Source: an optimization exercise on an open RTL-to-GDS flow (aim: small area, a short achievable clock period and few clock cycles per item). Production flows keep margins and buffers that such runs may drop.
Function was checked by simulation only, so behaviour that the tests miss may differ from the original.

==> trial 29: inputs <==
==> flow/design.v <==
module sha256_core (
    input  wire         clk,
    input  wire         rst,         
    input  wire         in_valid,
    output wire         in_ready,
    input  wire [31:0]  in_data,     
    input  wire         in_first,    
    input  wire         in_last,     
    output wire         out_valid,
    input  wire         out_ready,
    output wire [255:0] out_digest   
);
    localparam [255:0] IV = 256'h6a09e667bb67ae853c6ef372a54ff53a510e527f9b05688c1f83d9ab5be0cd19;
    reg        run;              
    reg  [5:0] rnd;              
    reg        fin;              
    reg        have0;            
    reg        n_first, n_last;  
    reg        b_first, b_last;  
    reg        ovalid;
    reg        rdy;              
    reg        need;             
    reg        stq;              
    reg        free;             
    reg        s61, s62, s63;    
    reg        sch;              
    reg [31:0] w [0:15];         
    reg [31:0] a, b, c, d, e, f, g;
    reg [31:0] p;                
    reg [31:0] kt;               
    reg [31:0] H0, H1, H2, H3, H4, H5, H6, H7;
    reg [31:0] k_rom;
    always @(*) begin
        case (rnd)
            6'd0: k_rom = 32'h71374491; 6'd1: k_rom = 32'hb5c0fbcf;
            6'd2: k_rom = 32'he9b5dba5; 6'd3: k_rom = 32'h3956c25b;
            6'd4: k_rom = 32'h59f111f1; 6'd5: k_rom = 32'h923f82a4;
            6'd6: k_rom = 32'hab1c5ed5; 6'd7: k_rom = 32'hd807aa98;
            6'd8: k_rom = 32'h12835b01; 6'd9: k_rom = 32'h243185be;
            6'd10: k_rom = 32'h550c7dc3; 6'd11: k_rom = 32'h72be5d74;
            6'd12: k_rom = 32'h80deb1fe; 6'd13: k_rom = 32'h9bdc06a7;
            6'd14: k_rom = 32'hc19bf174; 6'd15: k_rom = 32'he49b69c1;
            6'd16: k_rom = 32'hefbe4786; 6'd17: k_rom = 32'h0fc19dc6;
            6'd18: k_rom = 32'h240ca1cc; 6'd19: k_rom = 32'h2de92c6f;
            6'd20: k_rom = 32'h4a7484aa; 6'd21: k_rom = 32'h5cb0a9dc;
            6'd22: k_rom = 32'h76f988da; 6'd23: k_rom = 32'h983e5152;
            6'd24: k_rom = 32'ha831c66d; 6'd25: k_rom = 32'hb00327c8;
            6'd26: k_rom = 32'hbf597fc7; 6'd27: k_rom = 32'hc6e00bf3;
            6'd28: k_rom = 32'hd5a79147; 6'd29: k_rom = 32'h06ca6351;
            6'd30: k_rom = 32'h14292967; 6'd31: k_rom = 32'h27b70a85;
            6'd32: k_rom = 32'h2e1b2138; 6'd33: k_rom = 32'h4d2c6dfc;
            6'd34: k_rom = 32'h53380d13; 6'd35: k_rom = 32'h650a7354;
            6'd36: k_rom = 32'h766a0abb; 6'd37: k_rom = 32'h81c2c92e;
            6'd38: k_rom = 32'h92722c85; 6'd39: k_rom = 32'ha2bfe8a1;
            6'd40: k_rom = 32'ha81a664b; 6'd41: k_rom = 32'hc24b8b70;
            6'd42: k_rom = 32'hc76c51a3; 6'd43: k_rom = 32'hd192e819;
            6'd44: k_rom = 32'hd6990624; 6'd45: k_rom = 32'hf40e3585;
            6'd46: k_rom = 32'h106aa070; 6'd47: k_rom = 32'h19a4c116;
            6'd48: k_rom = 32'h1e376c08; 6'd49: k_rom = 32'h2748774c;
            6'd50: k_rom = 32'h34b0bcb5; 6'd51: k_rom = 32'h391c0cb3;
            6'd52: k_rom = 32'h4ed8aa4a; 6'd53: k_rom = 32'h5b9cca4f;
            6'd54: k_rom = 32'h682e6ff3; 6'd55: k_rom = 32'h748f82ee;
            6'd56: k_rom = 32'h78a5636f; 6'd57: k_rom = 32'h84c87814;
            6'd58: k_rom = 32'h8cc70208; 6'd59: k_rom = 32'h90befffa;
            6'd60: k_rom = 32'ha4506ceb; 6'd61: k_rom = 32'hbef9a3f7;
            6'd62: k_rom = 32'hc67178f2; default: k_rom = 32'h428a2f98;
        endcase
    end
    wire acc   = in_valid && rdy;
    wire take0 = rdy && !need;
    wire stgo  = stq && in_valid;
    wire adv   = (need && run && in_valid) || free || (s61 && !(ovalid && !out_ready));
    wire go    = stgo || adv;                            
    wire rot   = (s61 && adv) || s62 || s63 || fin;      
    wire [5:0] rnd_n  = rst ? 6'd0 : stgo ? 6'd1 : (adv && !s63) ? rnd + 6'd1 : rnd;
    wire       run_n  = rst ? 1'b0 : stgo ? 1'b1 : (adv && s63) ? 1'b0 : run;
    wire       fin_n  = !rst && s63;
    wire       have_n = rst ? 1'b0 : (acc && take0) ? 1'b1 : stgo ? 1'b0 : have0;
    wire       ld_n   = run_n && (rnd_n != 6'd0) && (rnd_n <= 6'd14);
    wire       st_n   = have_n && !run_n && !fin_n;
    wire       wf_n   = !run_n || (rnd_n == 6'd63) || (rnd_n == 6'd0);
    wire       s61_n  = run_n && (rnd_n == 6'd62);
    always @(posedge clk) begin
        rnd   <= rnd_n;
        run   <= run_n;
        fin   <= fin_n;
        have0 <= have_n;
        rdy   <= (!have_n && wf_n) || st_n || ld_n;
        need  <= st_n || ld_n;
        stq   <= st_n;
        free  <= run_n && !ld_n && !s61_n;
        s61   <= s61_n;
        s62   <= run_n && (rnd_n == 6'd63);
        s63   <= run_n && (rnd_n == 6'd0);
        sch   <= run_n && (rnd_n >= 6'd15) && (rnd_n <= 6'd62);
        if (acc && take0) begin
            n_first <= in_first;
            n_last  <= in_last;
        end
        if (stgo) begin
            b_first <= n_first;
            b_last  <= n_last;
        end
        if (rst)
            ovalid <= 1'b0;
        else if (fin && b_last)
            ovalid <= 1'b1;
        else if (out_ready)
            ovalid <= 1'b0;
        if (!run || s63)
            kt <= stgo ? 32'h71374491 : 32'h428a2f98;
        else if (adv)
            kt <= k_rom;
    end
    wire [31:0] S1  = {e[5:0], e[31:6]} ^ {e[10:0], e[31:11]} ^ {e[24:0], e[31:25]};
    wire [31:0] ch  = (e & f) ^ (~e & g);
    wire [31:0] S0  = {a[1:0], a[31:2]} ^ {a[12:0], a[31:13]} ^ {a[21:0], a[31:22]};
    wire [31:0] mj  = (a & b) ^ (a & c) ^ (b & c);
    wire [31:0] x1  = p ^ S1 ^ ch;
    wire [31:0] y1  = {((p & S1) | (p & ch) | (S1 & ch)), 1'b0};
    wire [31:0] x2  = x1 ^ y1 ^ d;
    wire [31:0] y2  = {((x1 & y1) | (x1 & d) | (y1 & d)), 1'b0};
    wire [31:0] x3  = x1 ^ y1 ^ S0;
    wire [31:0] y3  = {((x1 & y1) | (x1 & S0) | (y1 & S0)), 1'b0};
    wire [31:0] x4  = x3 ^ y3 ^ mj;
    wire [31:0] y4  = {((x3 & y3) | (x3 & mj) | (y3 & mj)), 1'b0};
    wire [31:0] e_new = x2 + y2;
    wire [31:0] a_new = x4 + y4;
    wire [31:0] s0  = {w[1][6:0], w[1][31:7]} ^ {w[1][17:0], w[1][31:18]} ^ (w[1] >> 3);
    wire [31:0] s1  = {w[14][16:0], w[14][31:17]} ^ {w[14][18:0], w[14][31:19]} ^ (w[14] >> 10);
    wire [31:0] u1  = s1 ^ w[9] ^ s0;
    wire [31:0] v1  = {((s1 & w[9]) | (s1 & s0) | (w[9] & s0)), 1'b0};
    wire [31:0] u2  = u1 ^ v1 ^ w[0];
    wire [31:0] v2  = {((u1 & v1) | (u1 & w[0]) | (v1 & w[0])), 1'b0};
    wire [31:0] w_new = u2 + v2;
    wire [31:0] w_in  = acc ? in_data : w_new;
    wire        w_sh  = acc || (sch && adv);
    wire [31:0] hsel = stq ? (n_first ? IV[31:0] : H7) : g;
    wire [31:0] pw   = w[15];
    wire [31:0] px   = hsel ^ kt ^ pw;
    wire [31:0] py   = {((hsel & kt) | (hsel & pw) | (kt & pw)), 1'b0};
    wire [31:0] p_new = px + py;
    wire [31:0] iva = ({32{s61}} & IV[159:128]) | ({32{s62}} & IV[191:160]) |    
                      ({32{s63}} & IV[223:192]) | ({32{fin}} & IV[255:224]);    
    wire [31:0] ive = ({32{s61}} & IV[31:0])    | ({32{s62}} & IV[63:32]) |      
                      ({32{s63}} & IV[95:64])   | ({32{fin}} & IV[127:96]);     
    wire [31:0] sum_a = (b_first ? iva : H3) + a;
    wire [31:0] sum_e = (b_first ? ive : H7) + e;
    assign in_ready   = rdy;
    assign out_valid  = ovalid;
    assign out_digest = {H0, H1, H2, H3, H4, H5, H6, H7};
    integer i;
    always @(posedge clk) begin
        if (w_sh) begin
            for (i = 0; i < 15; i = i + 1)
                w[i] <= w[i + 1];
            w[15] <= w_in;
        end
        if (go) begin
            if (stq) begin
                a <= n_first ? IV[255:224] : H0;
                b <= n_first ? IV[223:192] : H1;
                c <= n_first ? IV[191:160] : H2;
                d <= n_first ? IV[159:128] : H3;
                e <= n_first ? IV[127:96]  : H4;
                f <= n_first ? IV[95:64]   : H5;
                g <= n_first ? IV[63:32]   : H6;
            end else begin
                a <= a_new; b <= a; c <= b; d <= c;
                e <= e_new; f <= e; g <= f;
            end
            p <= p_new;
        end
        if (rot) begin
            H0 <= sum_a; H1 <= H0; H2 <= H1; H3 <= H2;
            H4 <= sum_e; H5 <= H4; H6 <= H5; H7 <= H6;
        end
    end
endmodule
==> flow/run.sh <==
#!/bin/bash
# synth_recipe.tcl (not shown) runs the flow's synth.tcl, then flattens the netlist and writes it again
# the make line also repeats each setting of config.mk as NAME=value (left out here)
make -C /OpenROAD-flow-scripts/flow DESIGN_CONFIG=/design/flow/config.mk WORK_HOME=/design/flow/orfs CLKGATE_MAP_FILE= SYNTH_SCRIPT=/design/flow/synth_recipe.tcl finish
==> flow/config.mk <==
export PLATFORM = sky130hd
export DESIGN_NAME = sha256_core
export DESIGN_NICKNAME = sha256_core
export VERILOG_FILES = /design/flow/design.v
export SDC_FILE = /design/flow/constraint.sdc
export NUM_CORES = 4
export LEC_CHECK = 0
export CAP_MARGIN = 20
export CORE_MARGIN = 2
export CORE_UTILIZATION = 40
export PLACE_DENSITY = 0.6
export SETUP_SLACK_MARGIN = 5
export SLEW_MARGIN = 20
==> flow/constraint.sdc <==
create_clock -name core_clock -period 10.0 [get_ports {clk}]
set_input_delay 2.0000 -clock core_clock [delete_from_list [all_inputs] [get_ports {clk}]]
set_output_delay 2.0000 -clock core_clock [all_outputs]
set_load 0.01 [all_outputs]
==> build 2: changes against trial 29 <==
--- a/flow/config.mk
+++ b/flow/config.mk
@@ -8,6 +8,6 @@
 export CAP_MARGIN = 20
 export CORE_MARGIN = 2
-export CORE_UTILIZATION = 40
-export PLACE_DENSITY = 0.6
+export CORE_UTILIZATION = 60
+export PLACE_DENSITY = 0.75
 export SETUP_SLACK_MARGIN = 5
 export SLEW_MARGIN = 20
==> trial 21: changes against trial 29 <==
--- a/flow/design.v
+++ b/flow/design.v
@@ -13,22 +13,16 @@
     localparam [255:0] IV = 256'h6a09e667bb67ae853c6ef372a54ff53a510e527f9b05688c1f83d9ab5be0cd19;
     reg        run;              
+    reg        fin;              
     reg  [5:0] rnd;              
-    reg        fin;              
     reg        have0;            
     reg        n_first, n_last;  
     reg        b_first, b_last;  
     reg        ovalid;
-    reg        rdy;              
-    reg        need;             
-    reg        stq;              
-    reg        free;             
-    reg        s61, s62, s63;    
-    reg        sch;              
     reg [31:0] w [0:15];         
     reg [31:0] a, b, c, d, e, f, g;
     reg [31:0] p;                
+    reg [31:0] H0, H1, H2, H3, H4, H5, H6, H7;
     reg [31:0] kt;               
-    reg [31:0] H0, H1, H2, H3, H4, H5, H6, H7;
-    reg [31:0] k_rom;
+    reg [31:0] k_rom;            
     always @(*) begin
         case (rnd)
@@ -67,49 +61,28 @@
         endcase
     end
-    wire acc   = in_valid && rdy;
-    wire take0 = rdy && !need;
-    wire stgo  = stq && in_valid;
-    wire adv   = (need && run && in_valid) || free || (s61 && !(ovalid && !out_ready));
-    wire go    = stgo || adv;                            
-    wire rot   = (s61 && adv) || s62 || s63 || fin;      
-    wire [5:0] rnd_n  = rst ? 6'd0 : stgo ? 6'd1 : (adv && !s63) ? rnd + 6'd1 : rnd;
-    wire       run_n  = rst ? 1'b0 : stgo ? 1'b1 : (adv && s63) ? 1'b0 : run;
-    wire       fin_n  = !rst && s63;
-    wire       have_n = rst ? 1'b0 : (acc && take0) ? 1'b1 : stgo ? 1'b0 : have0;
-    wire       ld_n   = run_n && (rnd_n != 6'd0) && (rnd_n <= 6'd14);
-    wire       st_n   = have_n && !run_n && !fin_n;
-    wire       wf_n   = !run_n || (rnd_n == 6'd63) || (rnd_n == 6'd0);
-    wire       s61_n  = run_n && (rnd_n == 6'd62);
+    wire ld_rnd   = run && (rnd != 6'd0) && (rnd <= 6'd14);    
+    wire sch_rnd  = run && (rnd >= 6'd15) && (rnd <= 6'd62);   
+    wire r61      = run && (rnd == 6'd62);
+    wire r62      = run && (rnd == 6'd63);
+    wire r63      = run && (rnd == 6'd0);
+    wire win_free = !run || r62 || r63;
+    wire take0    = !have0 && win_free;                    
+    wire start    = have0 && !run && !fin;                 
+    assign in_ready = take0 || start || ld_rnd;
+    wire acc      = in_valid && in_ready;
+    wire hold61   = ovalid && !out_ready;                  
+    wire adv      = run && (ld_rnd ? in_valid : !(r61 && hold61));
+    wire go       = (start && in_valid) || adv;            
+    wire rot      = (r61 && adv) || r62 || r63 || fin;     
+    reg q61, q62, q63, qfin;
     always @(posedge clk) begin
-        rnd   <= rnd_n;
-        run   <= run_n;
-        fin   <= fin_n;
-        have0 <= have_n;
-        rdy   <= (!have_n && wf_n) || st_n || ld_n;
-        need  <= st_n || ld_n;
-        stq   <= st_n;
-        free  <= run_n && !ld_n && !s61_n;
-        s61   <= s61_n;
-        s62   <= run_n && (rnd_n == 6'd63);
-        s63   <= run_n && (rnd_n == 6'd0);
-        sch   <= run_n && (rnd_n >= 6'd15) && (rnd_n <= 6'd62);
-        if (acc && take0) begin
-            n_first <= in_first;
-            n_last  <= in_last;
-        end
-        if (stgo) begin
-            b_first <= n_first;
-            b_last  <= n_last;
-        end
-        if (rst)
-            ovalid <= 1'b0;
-        else if (fin && b_last)
-            ovalid <= 1'b1;
-        else if (out_ready)
-            ovalid <= 1'b0;
-        if (!run || s63)
-            kt <= stgo ? 32'h71374491 : 32'h428a2f98;
+        if (!run || r63)
+            kt <= (start && in_valid) ? 32'h71374491 : 32'h428a2f98;
         else if (adv)
             kt <= k_rom;
+        q61  <= run && ((rnd == 6'd61) || ((rnd == 6'd62) && !adv));
+        q62  <= run && (rnd == 6'd62) && adv;
+        q63  <= run && (rnd == 6'd63);
+        qfin <= r63;
     end
     wire [31:0] S1  = {e[5:0], e[31:6]} ^ {e[10:0], e[31:11]} ^ {e[24:0], e[31:25]};
@@ -135,21 +108,50 @@
     wire [31:0] w_new = u2 + v2;
     wire [31:0] w_in  = acc ? in_data : w_new;
-    wire        w_sh  = acc || (sch && adv);
-    wire [31:0] hsel = stq ? (n_first ? IV[31:0] : H7) : g;
+    wire        w_sh  = acc || (sch_rnd && adv);
+    wire [31:0] hsel = start ? (n_first ? IV[31:0] : H7) : g;
     wire [31:0] pw   = w[15];
     wire [31:0] px   = hsel ^ kt ^ pw;
     wire [31:0] py   = {((hsel & kt) | (hsel & pw) | (kt & pw)), 1'b0};
     wire [31:0] p_new = px + py;
-    wire [31:0] iva = ({32{s61}} & IV[159:128]) | ({32{s62}} & IV[191:160]) |    
-                      ({32{s63}} & IV[223:192]) | ({32{fin}} & IV[255:224]);    
-    wire [31:0] ive = ({32{s61}} & IV[31:0])    | ({32{s62}} & IV[63:32]) |      
-                      ({32{s63}} & IV[95:64])   | ({32{fin}} & IV[127:96]);     
+    wire [31:0] iva = ({32{q61}} & IV[159:128]) | ({32{q62}} & IV[191:160]) |    
+                      ({32{q63}} & IV[223:192]) | ({32{qfin}} & IV[255:224]);    
+    wire [31:0] ive = ({32{q61}} & IV[31:0])    | ({32{q62}} & IV[63:32]) |      
+                      ({32{q63}} & IV[95:64])   | ({32{qfin}} & IV[127:96]);     
     wire [31:0] sum_a = (b_first ? iva : H3) + a;
     wire [31:0] sum_e = (b_first ? ive : H7) + e;
-    assign in_ready   = rdy;
     assign out_valid  = ovalid;
     assign out_digest = {H0, H1, H2, H3, H4, H5, H6, H7};
     integer i;
     always @(posedge clk) begin
+        if (rst) begin
+            run    <= 1'b0;
+            fin    <= 1'b0;
+            rnd    <= 6'd0;
+            have0  <= 1'b0;
+            ovalid <= 1'b0;
+        end else begin
+            if (acc && take0) begin
+                have0   <= 1'b1;
+                n_first <= in_first;
+                n_last  <= in_last;
+            end
+            fin <= r63;
+            if (start && in_valid) begin
+                have0   <= 1'b0;
+                run     <= 1'b1;
+                rnd     <= 6'd1;
+                b_first <= n_first;
+                b_last  <= n_last;
+            end else if (adv) begin
+                if (r63)
+                    run <= 1'b0;
+                else
+                    rnd <= rnd + 6'd1;
+            end
+            if (fin && b_last)
+                ovalid <= 1'b1;
+            else if (ovalid && out_ready)
+                ovalid <= 1'b0;
+        end
         if (w_sh) begin
             for (i = 0; i < 15; i = i + 1)
@@ -158,5 +160,5 @@
         end
         if (go) begin
-            if (stq) begin
+            if (start) begin
                 a <= n_first ? IV[255:224] : H0;
                 b <= n_first ? IV[223:192] : H1;
--- a/flow/config.mk
+++ b/flow/config.mk
@@ -10,4 +10,3 @@
 export CORE_UTILIZATION = 40
 export PLACE_DENSITY = 0.6
-export SETUP_SLACK_MARGIN = 5
 export SLEW_MARGIN = 20
==> notes <==
Synthesized cell count is the same in trial 29 and build 2. Fmax, lowest first: trial 21, build 2, trial 29. Between build 2 and trial 29, the lower register-to-register slack is in build 2 (gap 0.15 ns). Between trial 29 and build 2, the lower wire length is in build 2 (gap about 6%, measured against build 2). The lowest clock skew belongs to trial 21, the highest to build 2. The lowest non-clock buffer count belongs to trial 21, the highest to trial 29. In trial 21 the first-iteration DRC count is smaller than in trial 29, by about 13%. Global-route usage: build 2 > trial 29 > trial 21.
==> figures <==
metric                                                       trial 21        trial 29         build 2
Number of buffers added for setup after CTS                         0              69              59
Top fanout value on the critical path                               8               4               4
Number of fill cells                                            12900           12500            6389
Overall global routing resource usage                           0.248           0.265           0.375
Detailed-routing wirelength on met1                           82.0 mm         84.9 mm         72.5 mm
Post-synth top area share                                       0.557           0.556           0.556
Number of buffers created by CTS                                  111             120             113
Uppermost signal routing layer after detailed routing            met4            met5            met5
First-iteration detailed-routing DRC count                       3895            4482            5675
Die Span Y                                                     382 µm          382 µm          313 µm
Clk Latency, worst-skew pair                                  0.75 ns         0.77 ns         0.76 ns
Clock Sinks                                                      1074            1110            1110
Worst Path Class, Setup                                    reg -> out      reg -> reg      reg -> reg
Number of synthesized register bits                              1074            1110            1110
First-pass GRT wire length                                     264 mm          278 mm          265 mm
Routed via count divided by cell count                           5.47            5.68            6.41
Final Wtd Congestion                                            0.970           0.939           0.972
Count of clock buffers in the final design                        129             135             134
Status                                                 finished clean  finished clean  finished clean
Testbench counts of trial 29, summed over its fixed seeds: cycles 52,684, blocks 798.
Testbench counts of build 2, summed over its fixed seeds: cycles 52,684, blocks 798.
Testbench counts of trial 21, summed over its fixed seeds: cycles 52,684, blocks 798.

-- static timing again, ports no longer ideal --
The results above use ideal ports. As a check the final layouts listed here were re-extracted and re-timed, cells and wires unchanged.
Step 1: set_driving_cell puts a clkbuf_16 on clk and a buf_2 on each other input, an assumption about the parent block.
Step 2 moves the port delays by t, midway between the first and last clock arrival at a register: inputs arrive t later, outputs are due t later. That takes back most of the time a late clock gives input paths.
a / b / c = ideal ports / drivers / drivers and shift; a / b = the first two.
| run | t, ns | setup WS [ns] | worst setup path at the end | cell pins on the clock port's net |
|---|---|---|---|---|
| trial 29 | 0.832 | 4.818 / 4.818 / 4.269 | input to register | 1 |
| build 2 | 0.804 | 4.667 / 4.667 / 4.319 | input to register | 1 |
| trial 21 | 0.803 | 3.810 / 3.731 / 3.962 | input to register | 1 |
After both steps setup and hold are still met in every run listed. The setup slack of trial 29, which loses most, moves by 0.000 ns with the drivers and by -0.549 ns with both steps.
